What follows belongs to an exercise in optimizing a design on an open flow for small area, a short achievable clock period and few clock cycles per item; a production flow would make more cautious choices.
No functional check of the RTL was part of any run shown here.

==> flow/design.v (outline; a module is shown in full before it is edited, if it fits) <==
// module post_requant: 2150 lines
module post_requant (
    input  wire        clk,
    input  wire        rst,         
    input  wire        in_valid,
    output reg         in_ready,
    input  wire [1:0]  in_otype,
    input  wire [31:0] in_acc,
    input  wire [31:0] in_bias,
    input  wire [31:0] in_m,
    input  wire [5:0]  in_rs,
    input  wire [15:0] in_zp,
    input  wire [15:0] in_qmin,
    input  wire [15:0] in_qmax,
    output reg         out_valid,
    input  wire        out_ready,
    output wire [31:0] out_y
);
  // ...
==> flow/run.sh <==
#!/bin/bash
# synth_recipe.tcl (not shown) runs the flow's synth.tcl, then flattens the netlist and writes it again
# the make line also repeats each setting of config.mk as NAME=value (left out here)
make -C /OpenROAD-flow-scripts/flow DESIGN_CONFIG=/design/flow/config.mk WORK_HOME=/design/flow/orfs CLKGATE_MAP_FILE= SYNTH_SCRIPT=/design/flow/synth_recipe.tcl finish
==> flow/config.mk <==
export PLATFORM = sky130hd
export DESIGN_NAME = post_requant
export DESIGN_NICKNAME = post_requant
export VERILOG_FILES = /design/flow/design.v
export SDC_FILE = /design/flow/constraint.sdc
export NUM_CORES = 4
export LEC_CHECK = 0
export CAP_MARGIN = 20
export CORE_MARGIN = 2
export CORE_UTILIZATION = 40
export SLEW_MARGIN = 20
==> flow/constraint.sdc <==
create_clock -name core_clock -period 20.0 [get_ports {clk}]
set_input_delay 4.0000 -clock core_clock [delete_from_list [all_inputs] [get_ports {clk}]]
set_output_delay 4.0000 -clock core_clock [all_outputs]
set_load 0.01 [all_outputs]
==> impl_metrics.tcl, run 1 <==
set metrics [dict create \
    hold_end "b_zp[6]" \
    reg_top3 "b_s: 64 flops, b_c: 63 flops" \
    drt-initial-drc-count 9856 \
    top_layer_used "met5" \
    first_global_vias 63006 \
    synth_top_flop_cell "dfxtp_1" \
    outcome "no timing/DRC/antenna violations" \
    n_antenna_cell 3 \
    largest_class "multi-input gates" \
    yosys.area.top_type_share_pct 13.5 \
    syn_area_per_cell_um2 7.22 \
    sh_seq_area_pct 15.7 \
    inverters 640 \
    top_register "b_s" \
    vias 68944 \
    final_cell_mix "a21oi_1, o21ai_0, nor2_1, nand2_1, inv_1" \
    clock-sinks 475 \
    grt_pass1_wl_mm 409 \
    io_pins 190 \
    final_nets 9173 \
    layout_commonest_cell "a21oi_1" \
    critPathSlowestCell "nor2b_1" \
    syn-cell-area_mm2 0.0645 \
    signal_buffers 387 \
    grtUsageMet3_pct 4.63 \
    nFlopsAndLatches 475 \
    drive_above_1_share_pct 6.46 \
    post_cts_buffers 0 \
    signal_buffer_area_fraction_pct 4.87 \
    drt_pass1_iterations 7 \
    antenna_found_initial 6 \
    rows 147 \
    synth.yosys.warnings 1 \
    synth_common_cells "a21oi_1, clkbuf_1, o21ai_0, nor2_1, nand2_1" \
    cap_viol_max_count 0 \
    worstHoldStart "a_zp[6]" \
    clock_buffers 75 \
    r2r-end "q2[14]" \
    arrival_ps 13580 \
    startpoint_type "register" \
    crit_end "q2[14]" \
]
==> run 2, diff against run 1 <==
--- a/flow/design.v
+++ b/flow/design.v
@@ -12,25 +12,30 @@
     input  wire [15:0] in_qmin,
     input  wire [15:0] in_qmax,
     output reg         out_valid,
     input  wire        out_ready,
     output wire [31:0] out_y
 );
     wire take = in_valid && in_ready;
     wire give = out_valid && out_ready;
-    reg  [2:0] n_out;                   
-    wire [2:0] n_next = n_out + {2'd0, take} - {2'd0, give};
+    reg  [5:0] n_th;
+    wire [5:0] n_inc = {n_th[4:0], 1'b1};
+    wire [5:0] n_dec = {1'b0, n_th[5:1]};
+    wire [5:0] n_vr  = (in_ready & ~out_valid) ? n_inc : (out_valid & ~in_ready) ? n_dec : n_th;
+    wire [5:0] n_v   = in_ready  ? n_inc : n_th;
+    wire [5:0] n_r   = out_valid ? n_dec : n_th;
+    wire [5:0] n_th_next = in_valid ? (out_ready ? n_vr : n_v) : (out_ready ? n_r : n_th);
     always @(posedge clk) begin
         if (rst) begin
-            n_out    <= 3'd0;
+            n_th     <= 6'd0;
             in_ready <= 1'b0;
         end else begin
-            n_out    <= n_next;
-            in_ready <= (n_next != 3'd4);
+            n_th     <= n_th_next;
+            in_ready <= give | ~(n_th[5] | (take & n_th[4]));
         end
     end
     reg        v1;
     reg        a_is3;
     reg [31:0] a_acc;
     reg [31:0] a_bias;
     reg [31:0] a_m;
     reg [5:0]  a_rs;
@@ -45,30 +50,51 @@
         a_acc  <= in_acc;
         a_bias <= in_bias;
         a_m    <= in_is3 ? 32'd1 : in_m;
         a_rs   <= in_rs;
         a_zp   <= in_zp;
         a_qmin <= in_qmin;
         a_qmax <= in_qmax;
     end
-    wire [32:0] t  = {a_acc[31], a_acc} + {a_bias[31], a_bias};
-    wire [34:0] te = {t[32], t, 1'b0};   
-    wire [15:0] one, two, neg;
+    wire [32:0] t_sum = {a_acc[31], a_acc} + {a_bias[31], a_bias};
+    wire [15:0] e_one, e_two, e_neg;
     genvar gj;
     generate
         for (gj = 0; gj < 16; gj = gj + 1) begin : benc
             wire b2 = a_m[2*gj+1];
             wire b1 = a_m[2*gj];
             wire b0 = (gj == 0) ? 1'b0 : a_m[2*gj-1];
-            assign one[gj] = b1 ^ b0;
-            assign two[gj] = (b2 & ~b1 & ~b0) | (~b2 & b1 & b0);
-            assign neg[gj] = b2;
+            assign e_one[gj] = b1 ^ b0;
+            assign e_two[gj] = (b2 & ~b1 & ~b0) | (~b2 & b1 & b0);
+            assign e_neg[gj] = b2;
         end
     endgenerate
+    reg        v1b;
+    reg        d_is3;
+    reg [32:0] t;
+    reg [15:0] one, two, neg;          
+    reg [5:0]  d_rs;
+    reg [15:0] d_zp;
+    reg [15:0] d_qmin;
+    reg [15:0] d_qmax;
+    always @(posedge clk) begin
+        if (rst) v1b <= 1'b0;
+        else     v1b <= v1;
+        d_is3  <= a_is3;
+        t      <= t_sum;
+        one    <= e_one;
+        two    <= e_two;
+        neg    <= e_neg;
+        d_rs   <= a_rs;
+        d_zp   <= a_zp;
+        d_qmin <= a_qmin;
+        d_qmax <= a_qmax;
+    end
+    wire [34:0] te = {t[32], t, 1'b0};   
     wire [33:0] x0, x1, x2, x3, x4, x5, x6, x7, x8, x9, x10, x11, x12, x13, x14, x15;
     function [33:0] bsel(input [34:0] v, input o, input w, input n);
         integer i;
         begin
             for (i = 0; i < 34; i = i + 1)
                 bsel[i] = ((o & v[i+1]) | (w & v[i])) ^ n;
         end
     endfunction
@@ -2076,75 +2102,116 @@
     reg [64:0] b_s;
     reg [64:0] b_c;
     reg [5:0]  b_rs;
     reg [15:0] b_zp;
     reg [15:0] b_qmin;
     reg [15:0] b_qmax;
     always @(posedge clk) begin
         if (rst) v2 <= 1'b0;
-        else     v2 <= v1;
-        b_is3  <= a_is3;
+        else     v2 <= v1b;
+        b_is3  <= d_is3;
         b_s    <= pp_s;
         b_c    <= pp_c;
-        b_rs   <= a_rs;
-        b_zp   <= a_zp;
-        b_qmin <= a_qmin;
-        b_qmax <= a_qmax;
+        b_rs   <= d_rs;
+        b_zp   <= d_zp;
+        b_qmin <= d_qmin;
+        b_qmax <= d_qmax;
     end
     wire [64:0] p = b_s + b_c;
+    wire [7:0] hi_eq, hi_gt, lo_ge;
     wire [63:0] ge;
     genvar gk;
     generate
+        for (gk = 0; gk < 8; gk = gk + 1) begin : thdec
+            assign hi_eq[gk] = (b_rs[5:3] == gk);
+            assign hi_gt[gk] = (b_rs[5:3] <  gk);
+            assign lo_ge[gk] = (b_rs[2:0] <= gk);
+        end
         for (gk = 0; gk < 64; gk = gk + 1) begin : thermo
-            assign ge[gk] = (gk >= b_rs);
+            assign ge[gk] = hi_gt[gk/8] | (hi_eq[gk/8] & lo_ge[gk%8]);
         end
     endgenerate
     wire [65:0] pg = {p, 1'b0};
-    wire [65:0] wsh = $signed(pg) >>> b_rs;
-    wire [18:0] w = wsh[18:0];
+    wire [49:0] sh5 = b_rs[5] ? {{16{p[64]}}, pg[65:32]} : pg[49:0];
+    wire [33:0] sh4 = b_rs[4] ? sh5[49:16] : sh5[33:0];
+    wire [25:0] sh3 = b_rs[3] ? sh4[33:8]  : sh4[25:0];
+    wire [21:0] sh2 = b_rs[2] ? sh3[25:4]  : sh3[21:0];
+    wire [19:0] sh1 = b_rs[1] ? sh2[21:2]  : sh2[19:0];
+    wire [18:0] w   = b_rs[0] ? sh1[19:1]  : sh1[18:0];
     wire [61:0] st_bits;
     wire [46:0] ov_bits;
     generate
         for (gk = 0; gk < 62; gk = gk + 1) begin : stk
             assign st_bits[gk] = p[gk] & ~ge[gk+1];
         end
         for (gk = 0; gk < 47; gk = gk + 1) begin : ovb
             assign ov_bits[gk] = (p[gk+17] ^ p[64]) & ge[gk];
         end
     endgenerate
     wire sticky = |st_bits;
     wire ovf    = |ov_bits;
     wire round_up = w[0] & (sticky | w[1]);
-    wire [17:0] qs = ovf ? {p[64], {17{~p[64]}}} : w[18:1];
-    wire signed [18:0] y    = $signed({qs[17], qs}) + $signed({{3{b_zp[15]}}, b_zp})
-                            + $signed({18'd0, round_up});
-    wire signed [18:0] qmin = $signed({{3{b_qmin[15]}}, b_qmin});
-    wire signed [18:0] qmax = $signed({{3{b_qmax[15]}}, b_qmax});
-    wire below = y < qmin;
-    wire above = y > qmax;
-    wire inv   = $signed(b_qmin) > $signed(b_qmax);
-    wire [15:0] res16 = (above | (below & inv)) ? b_qmax : (below ? b_qmin : y[15:0]);
     wire [31:0] res32 = (p[32] != p[31]) ? {p[32], {31{~p[32]}}} : p[31:0];
-    wire [31:0] result = b_is3 ? res32 : {{16{res16[15]}}, res16};
-    reg [31:0] q0, q1, q2, q3;
-    reg [1:0]  wp, rp;
-    reg [2:0]  qn;
-    wire [2:0] qn_next = qn + {2'd0, v2} - {2'd0, give};
+    wire [17:0] nlo = {{2{b_zp[15]}}, b_zp} - {{2{b_qmin[15]}}, b_qmin};
+    wire [17:0] nhi = {{2{b_zp[15]}}, b_zp} + {{2{~b_qmax[15]}}, ~b_qmax};
+    reg        v3;
+    reg        c_is3;
+    reg [17:0] c_q;
+    reg        c_r, c_ov, c_sg, c_inv;
+    reg [15:0] c_zp;
+    reg [15:0] c_lo;
+    reg [15:0] c_hi;
+    reg [17:0] c_nlo;
+    reg [17:0] c_nhi;
+    always @(posedge clk) begin
+        if (rst) v3 <= 1'b0;
+        else     v3 <= v2;
+        c_is3 <= b_is3;
+        c_q   <= w[18:1];
+        c_r   <= round_up;
+        c_ov  <= ovf;
+        c_sg  <= p[64];
+        c_inv <= $signed(b_qmin) > $signed(b_qmax);
+        c_zp  <= b_zp;
+        c_lo  <= b_is3 ? res32[15:0]  : b_qmin;
+        c_hi  <= b_is3 ? res32[31:16] : b_qmax;
+        c_nlo <= nlo;
+        c_nhi <= nhi;
+    end
+    wire [18:0] lo_d = {c_q[17], c_q} + {c_nlo[17], c_nlo} + {18'd0, c_r};
+    wire [18:0] hi_d = {c_q[17], c_q} + {c_nhi[17], c_nhi} + {18'd0, c_r};
+    wire [15:0] y16  = c_q[15:0] + c_zp + {15'd0, c_r};
+    wire below = c_ov ?  c_sg : lo_d[18];
+    wire above = c_ov ? ~c_sg : ~hi_d[18];
+    wire sel_hi = ~c_is3 & (above | (below & c_inv));
+    wire sel_lo = c_is3 | (below & ~c_inv);
+    wire [15:0] low16 = sel_hi ? c_hi : sel_lo ? c_lo : y16;
+    wire [31:0] result = {c_is3 ? c_hi : {16{low16[15]}}, low16};
+    reg [31:0] q0, q1, q2, q3, q4, q5;
+    reg [5:0]  wp, rp;
+    reg [5:0]  q_th;
+    wire [5:0] q_inc = {q_th[4:0], 1'b1};
+    wire [5:0] q_dec = {1'b0, q_th[5:1]};
+    wire [5:0] q_r   = out_valid ? (v3 ? q_th : q_dec) : (v3 ? q_inc : q_th);
+    wire [5:0] q_th_next = out_ready ? q_r : (v3 ? q_inc : q_th);
     always @(posedge clk) begin
         if (rst) begin
-            wp        <= 2'd0;
-            rp        <= 2'd0;
-            qn        <= 3'd0;
+            wp        <= 6'b000001;
+            rp        <= 6'b000001;
+            q_th      <= 6'd0;
             out_valid <= 1'b0;
         end else begin
-            if (v2)   wp <= wp + 2'd1;
-            if (give) rp <= rp + 2'd1;
-            qn        <= qn_next;
-            out_valid <= (qn_next != 3'd0);
+            if (v3)   wp <= {wp[4:0], wp[5]};
+            if (give) rp <= {rp[4:0], rp[5]};
+            q_th      <= q_th_next;
+            out_valid <= v3 | q_th[1] | (out_valid & ~out_ready);
         end
-        if (v2 && wp == 2'd0) q0 <= result;
-        if (v2 && wp == 2'd1) q1 <= result;
-        if (v2 && wp == 2'd2) q2 <= result;
-        if (v2 && wp == 2'd3) q3 <= result;
+        if (v3 && wp[0]) q0 <= result;
+        if (v3 && wp[1]) q1 <= result;
+        if (v3 && wp[2]) q2 <= result;
+        if (v3 && wp[3]) q3 <= result;
+        if (v3 && wp[4]) q4 <= result;
+        if (v3 && wp[5]) q5 <= result;
     end
-    assign out_y = (rp == 2'd0) ? q0 : (rp == 2'd1) ? q1 : (rp == 2'd2) ? q2 : q3;
+    assign out_y = ({32{rp[0]}} & q0) | ({32{rp[1]}} & q1) | ({32{rp[2]}} & q2)
+                 | ({32{rp[3]}} & q3) | ({32{rp[4]}} & q4) | ({32{rp[5]}} & q5);
 endmodule
==> flow/flow/run.sh (new file) <==
#!/bin/bash
# The standard layout (the standard.sh: standard synthesis, floorplan,
# placement, CTS, routing), with ORFS's timing repair aimed at a setup margin
# so that it works towards a shorter period than the 20 ns clock needs.
# The clock, the constraints and the synthesis are the standard ones.
set -euo pipefail
MARGIN=$(cat flow/margin.txt)
bash standard.sh SETUP_SLACK_MARGIN=$MARGIN finish > flow_standard.log 2>&1
==> flow/flow/margin.txt (new file) <==
15.2
==> flow/standard.sh (new file) <==
#!/bin/bash
# synth_recipe.tcl (not shown) runs the flow's synth.tcl, then flattens the netlist and writes it again
# the make line also repeats each setting of config.mk as NAME=value (left out here)
make -C /OpenROAD-flow-scripts/flow DESIGN_CONFIG=/design/flow/config.mk WORK_HOME=/design/flow/orfs CLKGATE_MAP_FILE= SYNTH_SCRIPT=/design/flow/synth_recipe.tcl "${@:-finish}"
removed: flow/run.sh
==> run 2 against run 1 <==
Net effect:
- still clean
- hold slack lost 15 ps
- register-to-register slack gained 8400 ps
- via count shrank 35%
- worst setup slack gained 7300 ps
==> impl_metrics.tcl, run 2 <==
set metrics [dict create \
    drt-vias-per-instance 5.89 \
    outcome "no timing/DRC/antenna violations" \
    dp_slack_ps 14100 \
    cts_hold_buf 0 \
    largest_reg_flops 64 \
    ys_seq_area_share_pct 32.0 \
    dp_hpwl_mm 130 \
    vias 45141 \
    globalRouteOverflowTotal 0 \
    setup_tns_ps 0 \
    first_global_vias 45579 \
    setup_violations 0 \
    io_pins 190 \
    clock-sinks 797 \
    start_util_pct 40.2 \
    hp-class "register to register" \
    syn_area_per_cell_um2 9.73 \
    critPathTopFamily "buffers and inverters" \
    final_nets 6557 \
    worst_pin_slew_ps 1320 \
    ant_nets 0 \
    worst-setup-path-type "register to output pin" \
    grt_max_degree 65 \
    cts_tree "yes" \
    critPathSlowestCell "dfxtp_4" \
    fin_crit_sh_pct 29.3 \
    synth-seq-cells 797 \
    grt_setup_unrepaired "true" \
    top_register "b_s" \
    final_cell_mix "inv_1, a22oi_1, dfxtp_1, fa_1, xor2_1" \
    seq_area_mm2 0.0180 \
    path_clk_slew_ps 60 \
    wl_per_cell_um 24.8 \
    clk_latency_ps 730 \
    grt_pass1_wl_mm 285 \
    multi_input_area_mm2 0.0346 \
    drt_pass1_iterations 8 \
    critPathLaunch "rp[1]" \
    cp_num_buf_inv 3 \
    layout_setup_ws_ps 14140 \
    layout_commonest_cell "inv_1" \
    fmax_mhz 171 \
    nFillCells 13155 \
    drt-initial-drc-count 4697 \
    startpoint_type "register" \
    end_kind "output pin" \
    die_height_um 378 \
    cts-root-buf "clkbuf_16" \
    worstPathCellList "buf_16 -> buf_8 -> a22oi_2 -> nand3_2 -> buf_6" \
    reg_top3 "b_s: 64 flops, b_c: 63 flops, t: 33 flops" \
    ys_types 116 \
    r2r_start "two[11]" \
    synth_area_leaders "dfxtp_1, fa_1, edfxtp_1" \
    cp_num_cells 5 \
    syn-cell-area_mm2 0.0559 \
    drive_above_1_share_pct 9.66 \
    synth_most_common_cell "a22oi_1" \
    yosys.area.top_type_share_pct 21.7 \
    cap_viol_max_count 0 \
    port_buffers 189 \
    relSlewSlack_pct 11.1 \
    synth_top_flop_cell "dfxtp_1" \
    syn_inst 5742 \
    htree_levels 3 \
    synth_top_area_cell "dfxtp_1" \
    cts_buffer_depth 3 \
    synth_common_cells "a22oi_1, dfxtp_1, inv_1, fa_1, clkbuf_1" \
    numCtsBuffers 86 \
    dieArea_mm2 0.143 \
    hold_violations 0 \
    grt_use_total_pct 26.3 \
    core_area_mm2 0.139 \
    rows 137 \
    gp_congestion 1.02 \
    finalWirelength_mm 191 \
    crit_end "out_y[31]" \
    r2r-end "b_c[35]" \
    r2r_slack_ps 15280 \
    finClkSkew_ps 33.1 \
    drc 0 \
    worstPathMaxFanout 8 \
    area_growth_pct 12.9 \
    slew_viol_final 0 \
    synth_edf_count 192 \
    die_w_um 378 \
    async_flop_share_pct 0 \
    arrival_ps 1860 \
    finalCriticalPeriod_ps 5860 \
    synth.yosys.warnings 1 \
    required_ps 16000 \
    antenna_found_initial 5 \
    max_stage_delay_ps 400 \
    syn-num-nets 6583 \
    r2r_cells 11 \
]
==> run 2: worst min path at each step <==
stage               startpoint          to  slack, ps  depth (start not counted)
CTS                    d_rs[3]     b_rs[3]        290                          0
finish                 d_rs[3]     b_rs[3]        300                          0
detailed placement  d_qmax[11]  b_qmax[11]        310                          0
global placement     a_qmax[2]   d_qmax[2]        310                          0
floorplan                d_is3       b_is3        310                          0
global route           d_rs[3]     b_rs[3]        300                          0
==> run 2: cell families (layout without fill, tap and decap cells) <==
group           count (synthesis)  in the layout  synth area share [%]
fa+ha+maj                     688            688                  21.2
buf+inv                      1042           1086                  7.15
mux                            75             75                  1.55
flops                         797            797                  32.0
compound gates               1580           1580                  19.8
other cells                     0              7                     0
simple gates                  903            903                  7.99
xor+xnor                      657            657                  10.3
==> run 2: final cells by class <==
cell class / count / area share [%]
inverter: 600 / 3.57
timing repair buffer: 328 / 4.77
antenna: 7 / 0.0278
multi-input combinational: 3903 / 54.8
sequential: 797 / 28.5
clock inverter: 53 / 0.952
clock buffer: 105 / 3.63
tap: 1876 / 3.72
==> run 2: metal layers <==
| metal | routed length (µm) | track usage [%] | share of wire, % |
|---|---|---|---|
| met5 | 36 | 0.0686 | 0.019 |
| met4 | 10300 | 13.2 | 5.4 |
| met1 | 74500 | 32.7 | 39 |
| met3 | 17700 | 6.00 | 9.3 |
| met2 | 87900 | 42.6 | 46 |
==> run 2: repair_timing <==
action | in CTS | in global routing
resized for setup | 206 | 70
setup buffers | 29 | 6
endpoints found under the setup margin | 52 | 207
pin swaps | 34 | 27
gates cloned | 1 | 0
==> run 2: per-stage QoR <==
stage | hold WS (ps) | instances | util [%] | area [µm²]
2_1_floorplan | 310 | 5742 | - | 56200
3_3_place_gp | 311 | 7468 | 42.7 | 59300
3_5_place_dp | 312 | 7468 | 42.7 | 59300
4_1_cts | 290 | 7656 | 45.1 | 62700
5_1_grt | 297 | 7662 | 45.4 | 63100
6_report | 304 | 7669 | 45.4 | 63100

[static timing again, ports no longer ideal]
No port has a modelled driver above. Below, the same layouts with a new extraction and two added sets of constraints.
Step 1 assumes that a clkbuf_16 drives the clock port and a buf_2 every other input.
Step 2 moves the port delays by t, midway between the first and last clock arrival at a register: inputs arrive t later, outputs are due t later. That takes back most of the time a late clock gives input paths.
Slacks: no drivers / after step 1 / after step 2; pairs: no drivers / after step 1.
run | t (ns) | setup slack, ns | worst slew at a driven data input, ns | pins driven straight from the clock port
run 1 | 0.804 | 6.833 / 6.833 / 6.833 | 0.22 | 1
run 2 | 0.786 | 14.140 / 14.065 / 14.747 | 0.14 | 1
After both steps setup and hold are still met in every run listed.
